From an optimization exercise on the open Yosys and OpenROAD flow, aimed at small area, a short achievable clock period and few clock cycles per item; shortcuts taken in it are not production practice. Only simulation tests tie the RTL to the original design; equivalence was not proved. Power and IR drop assume default switching activity.

## JK
Design mxq_block, start of the top module:
module mxq_block (
    input  wire         clk,
    input  wire         rst,         
    input  wire         in_valid,
    output wire         in_ready,
    input  wire [31:0]  in_data,     
    input  wire [2:0]   in_fmt,      
    input  wire         in_rmode,    
    output wire         out_valid,
    input  wire         out_ready,
    output wire [7:0]   out_scale,
    output wire [255:0] out_elems,
    output wire [5:0]   out_flush,
    output wire         out_nan
);
For scale: about 2,100 cells after synthesis, about 930 flip-flops, about 310 I/O pins, ~0.030 mm2 of cells after synthesis.
Settings: LEC_CHECK=0, CAP_MARGIN=20, CORE_MARGIN=2, CORE_UTILIZATION=65, PLACE_DENSITY=0.75, SLEW_MARGIN=20; clock period 14.0 ns.
standard.sh (not shown) runs the stock make flow with config.mk's settings and CLKGATE_MAP_FILE= SYNTH_SCRIPT=/design/flow/synth_recipe.tcl, a recipe that flattens the netlist after the stock synthesis.
==> flow/flow/run.sh <==
#!/bin/bash
# Layout flow: the standard layout (standard synthesis, floorplan,
# placement, CTS, routing) with two changes:
#  * the input and output ports are buffered with sky130_fd_sc_hd__buf_1
#    instead of the delay buffer that buffer_ports picks by default (every
#    port still gets its own buffer);
#  * timing repair aims for more setup slack than the default, so that it
#    works on the paths that set the achieved period. The clock period and
#    the I/O constraints are the design's, unchanged;
#  * clock tree: larger sink clusters and no dummy loads.
set -euo pipefail
export BUFFER_PORTS_ARGS="-buffer_cell sky130_fd_sc_hd__buf_1"
export SETUP_SLACK_MARGIN=9.9
export CTS_ARGS="-sink_clustering_enable -repair_clock_nets -sink_clustering_size 28 -sink_clustering_max_diameter 90 -dont_use_dummy_load"
bash standard.sh "BUFFER_PORTS_ARGS=$BUFFER_PORTS_ARGS" "SETUP_SLACK_MARGIN=$SETUP_SLACK_MARGIN" "CTS_ARGS=$CTS_ARGS" finish > standard_flow.log 2>&1
test -f out/final.def
JK: done, clean on timing, DRC and antenna
Testbench counts of JK, summed over its fixed seeds: cycles 16,664, items 512.
### JK -> MS
Settings: changing CORE_UTILIZATION from 65 to 75; changing PLACE_DENSITY from 0.75 to 0.85.
==> flow/flow/run.sh <==
#!/bin/bash
# Layout flow: the standard layout (standard synthesis, floorplan,
# placement, CTS, routing) with two changes:
#  * the input and output ports are buffered with sky130_fd_sc_hd__buf_2
#    instead of the delay buffer that buffer_ports picks by default (every
#    port still gets its own buffer);
#  * timing repair aims for more setup slack than the default, so that it
#    works on the paths that set the achieved period. The clock period and
#    the I/O constraints are the design's, unchanged;
#  * clock tree: larger sink clusters and no dummy loads.
set -euo pipefail
export BUFFER_PORTS_ARGS="-buffer_cell sky130_fd_sc_hd__buf_2"
export SETUP_SLACK_MARGIN=9.9
export CTS_ARGS="-sink_clustering_enable -repair_clock_nets -sink_clustering_size 24 -sink_clustering_max_diameter 100 -dont_use_dummy_load"
bash standard.sh "BUFFER_PORTS_ARGS=$BUFFER_PORTS_ARGS" "SETUP_SLACK_MARGIN=$SETUP_SLACK_MARGIN" "CTS_ARGS=$CTS_ARGS" finish > standard_flow.log 2>&1
test -f out/final.def
==> comparison <==
- Going from JK to MS, pre-CTS setup slack moved up, number of iterations in the first detailed-routing pass shows a reduction of 2.
- Diff JK -> MS: met3 global-route usage now sits higher, fraction of layout cells with a size suffix above 1 now sits higher, number of filler cells placed in the layout now sits lower, overall power after layout now sits higher.


Starting RTL as in the previous note.
Settings: LEC_CHECK=0, CAP_MARGIN=20, CORE_MARGIN=2, CORE_UTILIZATION=65, PLACE_DENSITY=0.75, SLEW_MARGIN=20; clock period 14.0 ns.
==> flow/flow/run.sh <==
#!/bin/bash
# Layout flow: the standard layout (standard synthesis, floorplan,
# placement, CTS, routing) with two changes:
#  * the input and output ports are buffered with sky130_fd_sc_hd__buf_2
#    instead of the delay buffer that buffer_ports picks by default (every
#    port still gets its own buffer);
#  * timing repair aims for more setup slack than the default, so that it
#    works on the paths that set the achieved period. The clock period and
#    the I/O constraints are the design's, unchanged;
#  * clock tree: larger sink clusters and no dummy loads.
set -euo pipefail
export BUFFER_PORTS_ARGS="-buffer_cell sky130_fd_sc_hd__buf_2"
export SETUP_SLACK_MARGIN=9.9
export CTS_ARGS="-sink_clustering_enable -repair_clock_nets -sink_clustering_size 24 -sink_clustering_max_diameter 100 -dont_use_dummy_load"
bash standard.sh "BUFFER_PORTS_ARGS=$BUFFER_PORTS_ARGS" "SETUP_SLACK_MARGIN=$SETUP_SLACK_MARGIN" "CTS_ARGS=$CTS_ARGS" finish > standard_flow.log 2>&1
test -f out/final.def
Testbench counts at the start, summed over its fixed seeds: cycles 16,664, items 512.
Rerun with:
--- a/flow/flow/run.sh
+++ b/flow/flow/run.sh
@@ -3,3 +3,3 @@
 # placement, CTS, routing) with two changes:
-#  * the input and output ports are buffered with sky130_fd_sc_hd__buf_2
+#  * the input and output ports are buffered with sky130_fd_sc_hd__buf_1
 #    instead of the delay buffer that buffer_ports picks by default (every
@@ -11,5 +11,5 @@
 set -euo pipefail
-export BUFFER_PORTS_ARGS="-buffer_cell sky130_fd_sc_hd__buf_2"
+export BUFFER_PORTS_ARGS="-buffer_cell sky130_fd_sc_hd__buf_1"
 export SETUP_SLACK_MARGIN=9.9
-export CTS_ARGS="-sink_clustering_enable -repair_clock_nets -sink_clustering_size 24 -sink_clustering_max_diameter 100 -dont_use_dummy_load"
+export CTS_ARGS="-sink_clustering_enable -repair_clock_nets -sink_clustering_size 16 -sink_clustering_max_diameter 80 -sink_clustering_buffer sky130_fd_sc_hd__clkbuf_8 -dont_use_dummy_load"
 bash standard.sh "BUFFER_PORTS_ARGS=$BUFFER_PORTS_ARGS" "SETUP_SLACK_MARGIN=$SETUP_SLACK_MARGIN" "CTS_ARGS=$CTS_ARGS" finish > standard_flow.log 2>&1
Effect: Cell count rose slightly; wire length goes down slightly; clock-buffer cell count went up by 25; setup slack gets better by 0.0046 ns; via count barely changes; core utilization falls by 0.97 points.

## afterwards: timing with drivers on the ports
No port has a modelled driver above. Below, the same layouts with a new extraction and two added sets of constraints.
Step 1, drivers: a clkbuf_16 drives clk and a buf_2 each remaining input, both assumed.
Step 2 also shifts input and output timing later by t, the mid clock arrival at the registers, as if the neighbouring blocks saw the same clock.
Slacks: no drivers / after step 1 / after step 2; pairs: no drivers / after step 1.
run | shift t [ns] | setup WS [ns] | slew at the worst register clock pin (ns)
JK | 0.621 | 9.938 / 9.884 / 9.463 | 0.10 / 0.10
MS | 0.633 | 9.923 / 9.867 / 9.389 | 0.10 / 0.10
the first run of note 2 | 0.625 | 9.941 / 9.890 / 9.496 | 0.10 / 0.10
the second run of note 2 | 0.604 | 9.946 / 9.892 / 9.487 | 0.11 / 0.11
After both steps setup and hold are still met in every run listed. The setup slack of MS, which loses most, moves by -0.056 ns with the drivers and by -0.534 ns with both steps.
